This is an optimization exercise on Yosys and OpenROAD, whose aim is small area, a short achievable clock period and few clock cycles, not a production implementation. No functional check of the RTL was part of any run shown here.

==> flow/design.v (outline; a module is shown in full before it is edited, if it fits) <==
// module lc_decoder: 1946 lines
module lc_decoder (
    input  wire         clk,
    input  wire         rst,         
    input  wire         in_valid,
    output wire         in_ready,
    input  wire [39:0]  in_beat,     
    input  wire [36:0]  in_dda,      
    output reg          out_valid,
    output reg  [2:0]   out_status,
    output reg  [3:0]   out_dev,
    output wire [511:0] out_data
);
  // ...
==> flow/flow/run.sh <==
#!/bin/bash
# Own layout flow: the standard ORFS flow (standard synthesis included), with
# timing repair aimed past the 10 ns constraint and plain buffers on the ports.
set -euo pipefail
bash standard.sh \
  "SETUP_SLACK_MARGIN=6.6" \
  "BUFFER_PORTS_ARGS=-buffer_cell sky130_fd_sc_hd__buf_1" \
  finish > flow_make.log 2>&1
==> flow/standard.sh <==
#!/bin/bash
# synth_recipe.tcl (not shown) runs the flow's synth.tcl, then flattens the netlist and writes it again
# the make line also repeats each setting of config.mk as NAME=value (left out here)
make -C /OpenROAD-flow-scripts/flow DESIGN_CONFIG=/design/flow/config.mk WORK_HOME=/design/flow/orfs CLKGATE_MAP_FILE= SYNTH_SCRIPT=/design/flow/synth_recipe.tcl "${@:-finish}"
==> flow/config.mk <==
export PLATFORM = sky130hd
export DESIGN_NAME = lc_decoder
export DESIGN_NICKNAME = lc_decoder
export VERILOG_FILES = /design/flow/design.v
export SDC_FILE = /design/flow/constraint.sdc
export NUM_CORES = 8
export LEC_CHECK = 0
export CAP_MARGIN = 20
export CORE_MARGIN = 2
export CORE_UTILIZATION = 55
export CTS_CLUSTER_DIAMETER = 60
export CTS_CLUSTER_SIZE = 30
export PLACE_DENSITY = 0.65
export SLEW_MARGIN = 20
==> flow/constraint.sdc <==
create_clock -name core_clock -period 10.0 [get_ports {clk}]
set_input_delay 2.0000 -clock core_clock [delete_from_list [all_inputs] [get_ports {clk}]]
set_output_delay 2.0000 -clock core_clock [all_outputs]
set_load 0.01 [all_outputs]
==> results_dict.tcl, run 1 <==
set metrics [dict create \
    outcome "complete, no violations" \
    worst-path-buf-inv 1 \
    max_slew.worst_pin.slew_ps 1240 \
    place.gp.congestion 1.02 \
    numPortBuffers 600 \
    top_layer_used "met5" \
    multi_input_comb_area_um2 41000 \
    synth_area_um2 79200 \
    synth_xor_xnor_area_share 0.357 \
    hold_path_startpoint "boh[0]" \
    cp_data_required_time_ps 10620 \
    final_common_cell "xnor2_1" \
    tapCellCount 1903 \
    cts.clk_slew.worst_paths_ps 90 \
    worst_ep_arrival_time_ps 4050 \
    synthDominantAreaCellType "dfxtp_1" \
    worstRegToRegCells 7 \
    postRouteAntennaNets 0 \
    synth_area_in_compound_gates 0.0571 \
    dp_hpwl_um 208000 \
    fillerInstances 12300 \
    hold-worst-slack_ps 381 \
    hold-path-cell-count 0 \
    remaining_drcs 0 \
    inverters 20 \
    met2_wirelength_um 130000 \
    grt_start_max_net_pins 241 \
    cap_violations 0 \
]
==> run 2, diff against run 1 <==
--- a/flow/config.mk
+++ b/flow/config.mk
@@ -7,8 +7,8 @@
 export LEC_CHECK = 0
 export CAP_MARGIN = 20
 export CORE_MARGIN = 2
-export CORE_UTILIZATION = 55
+export CORE_UTILIZATION = 65
 export CTS_CLUSTER_DIAMETER = 60
 export CTS_CLUSTER_SIZE = 30
-export PLACE_DENSITY = 0.65
+export PLACE_DENSITY = 0.75
 export SLEW_MARGIN = 20
==> run 2 against run 1 <==
Against the previous run:
- still clean
- critical path depth rose by 1
- count of clock-buffer cells in the layout fell by 9
- final cell count fell by 3.0%
- design area fell by 1.2%
- die area fell by 15%
- synthesized area did not move
- sequential share of layout area rose by 0.47 points
- first-iteration DRC count rose by 31%
- flip-flop and latch count did not move
- critical endpoint unchanged
- largest cell class unchanged
==> results_dict.tcl, run 2 <==
set metrics [dict create \
    sequential_element_share_of_the_synthesized_area 0.448 \
    cts.clk_slew.worst_paths_ps 90 \
    cpLargestDelayFamily "XOR/XNOR gates" \
    crit_top_cell "xnor2_1" \
    timing.critical_path.slowest_cell_delay_ps 580 \
    drt_via_density 5.95 \
    setup_viol 0 \
    timing.critical_path.slowest_stage_cell "xor2_1" \
    gr-total-overflow 0 \
    cts.sinks 1499 \
    drt_first_iter_violations 8409 \
    finalNetCount 8133 \
    flip_flop_count_of_the_largest_register_after_layout 512 \
    worst-path-buf-inv 2 \
    vias 58200 \
    die_h_um 353 \
    syn_to_final_growth_pct 8.74 \
    totalWireLength_um 273000 \
    critical_path_class "flop to flop" \
    post_synth_num_cell_types 77 \
    clock_latency_ps 780 \
    grt_antenna_before_repair 22 \
    hold-worst-slack_ps 410 \
    worstSetupPathDepth 8 \
    most_repeated_cell_in_the_gate_level_netlist_after_synthesis "xnor2_1" \
    crit-reg2reg-capture "pv_r[83]" \
    cts_tree "done" \
    detail_route.first_pass.iterations 7 \
    synth_common_cells "1901 x xnor2_1, 1221 x xor2_1, 1131 x nand2_1" \
    number_of_levels_the_h_tree_was_split_into 3 \
    endpoint_kind "flop" \
    cp_data_required_time_ps 10630 \
    critPathLaunch "beat_r[13]" \
    grt.total_usage 0.427 \
    layout_worst_path_cycle_share 0.342 \
    hold_path_class "flop to flop" \
    synth_edf_count 544 \
    cp_cell_sequence "buf_4, xor2_2, xnor2_1, buf_4, xor2_1, xor2_1, xnor2_1, xnor2_1" \
    first_global_vias 55800 \
    synth_cells 7862 \
    largest_registers "ln (512), bk (352)" \
    global_route_wire_length_before_repair_um 390000 \
    worst_ep_arrival_time_ps 4050 \
    cap_violations 0 \
    synth_area_um2 79200 \
    reg_with_most_ffs "ln" \
    syn-mean-instance-area_um2 10.1 \
    starting_utilization_of_the_core_area 0.652 \
    synthFlopType "dfxtp_1" \
    timing.setup.tns_ps 0 \
    final_max_slew_viol_count 0 \
    numPortBuffers 600 \
    crit_path_max_fanout 22 \
    final_common_cell "xnor2_1" \
    async_flop_share 0 \
    grt_start_max_net_pins 264 \
    slew-limit-headroom 0.163 \
    dp_hpwl_um 194000 \
    cts_root_buffer "clkbuf_16" \
    max_slew.worst_pin.slew_ps 1250 \
    most-common-layout-cells "1885 x xnor2_1, 1214 x xor2_1, 1131 x nand2_1, 898 x dfxtp_1, 544 x edfxtp_1" \
    place.gp.congestion 1.09 \
    io-pin-count 601 \
    synthDominantAreaCellType "dfxtp_1" \
    std_cell_rows 128 \
    r2r_slack_ps 6580 \
    cts_inserted_buffers 110 \
    drive_above_1_share 0.0843 \
    rsz0062_at_grt "yes" \
    cts_hold_buf 0 \
    report.final.hold_viol_count 0 \
    drt-wirelength-per-cell_um 27.9 \
    outcome "complete, no violations" \
    remaining_drcs 0 \
    postRouteAntennaNets 0 \
    ys_ff_latch 1499 \
    worstRegToRegCells 8 \
    period_minus_slack_ps 3420 \
    post-synth-top-area-fraction 0.241 \
    cts-root-to-sink-buffers 3 \
    synth_area_leaders "dfxtp_1 24%, xnor2_1 21%, edfxtp_1 21%" \
    setup.worst_path.start_class "flop" \
    finalClockSkew_ps 60.8 \
    die-width_um 353 \
    die_area_um2 125000 \
    coreArea_um2 121000 \
    synthesis.nets 7944 \
    worstReg2RegStart "beat_r[13]" \
    timing.critical_path.to "pv_r[83]" \
    ys_warn_count 1 \
    achievable-frequency_mhz 293 \
]
-- run 2: worst min-delay path by stage --
stage | endpoint | cells past startpoint | slack, ps | from
2_1_floorplan | pfirst | 0 | 350 | boh[0]
3_3_place_gp | pfirst | 0 | 390 | boh[0]
3_5_place_dp | pfirst | 0 | 400 | boh[0]
4_1_cts | pfirst | 0 | 410 | boh[0]
5_1_grt | pfirst | 0 | 430 | boh[0]
6_report | pfirst | 0 | 410 | boh[0]
-- run 2: routing by layer --
layer,track usage,share of wire,vias up
met1,0.563,0.38,27800
met5,0,0.00020,-
met3,0.0822,0.11,997
met4,0.296,0.084,8
li1,-,-,25600
met2,0.637,0.43,3858
-- run 2: metrics by stage --
step / setup WS (ps) / utilization / cell area [µm²] / std cells
finish: 6580 / 0.710 / 86100 / 9783
CTS: 6580 / 0.707 / 85900 / 9770
detailed placement: 6030 / 0.672 / 81600 / 9563
global placement: 5970 / 0.671 / 81500 / 9563
floorplan: 6970 / - / 79200 / 7862
global route: 6560 / 0.709 / 86100 / 9774
-- run 2: area by class of cell --
| class | instances | area [µm²] |
|---|---|---|
| diodes | 12 | 30.0 |
| clock buffers | 120 | 2870 |
| clock inverters | 87 | 1150 |
| fillers | 9254 | 35300 |
| inverters | 20 | 75.1 |
| multi-input cells | 5694 | 41000 |
| flip-flops and latches | 1499 | 35500 |
| well taps | 1625 | 2030 |
| repair buffers | 726 | 3430 |
-- run 2: kinds of logic (layout without fill, tap and decap cells) --
group,count (synthesis),in the layout,share of synthesized area
xor+xnor,3169,3169,0.357
simple gates,1596,1596,0.0841
flops,1499,1499,0.448
compound gates,829,829,0.0571
buf+inv,669,953,0.0399
mux,98,98,0.0136
fa+ha+maj,2,2,0.000316
other cells,0,12,0
-- run 2: timing repair --
action | CTS | global route
pin swaps | 0 | 1
setup endpoints to repair | 201 | 325
setup buffers | 0 | 1
resized for setup | 162 | 48

static timing again, ports no longer ideal:
The results above use ideal ports. As a check the final layouts listed here were re-extracted and re-timed, cells and wires unchanged.
Step 1 assumes that a clkbuf_16 drives the clock port and a buf_2 every other input.
Step 2 adds t to the input delays and takes it off the output delays; t is the mean of the earliest and latest rising clock arrival at the registers after step 1. Input paths then give back, and output paths get back, about the clock's delay inside the block.
Slacks: ideal ports / drivers / drivers and shift; pairs: ideal ports / drivers.
| run | shift t [ns] | setup WS [ns] | worst setup path after step 2 | clock arrival spread, ns | slew at the worst register clock pin (ns) |
|---|---|---|---|---|---|
| run 1 | 0.841 | 6.564 / 6.537 / 6.564 | register to register | 0.052 / 0.052 | 0.10 / 0.10 |
| run 2 | 0.838 | 6.583 / 6.520 / 6.583 | register to register | 0.061 / 0.061 | 0.10 / 0.10 |
After both steps every run listed still meets setup and hold.
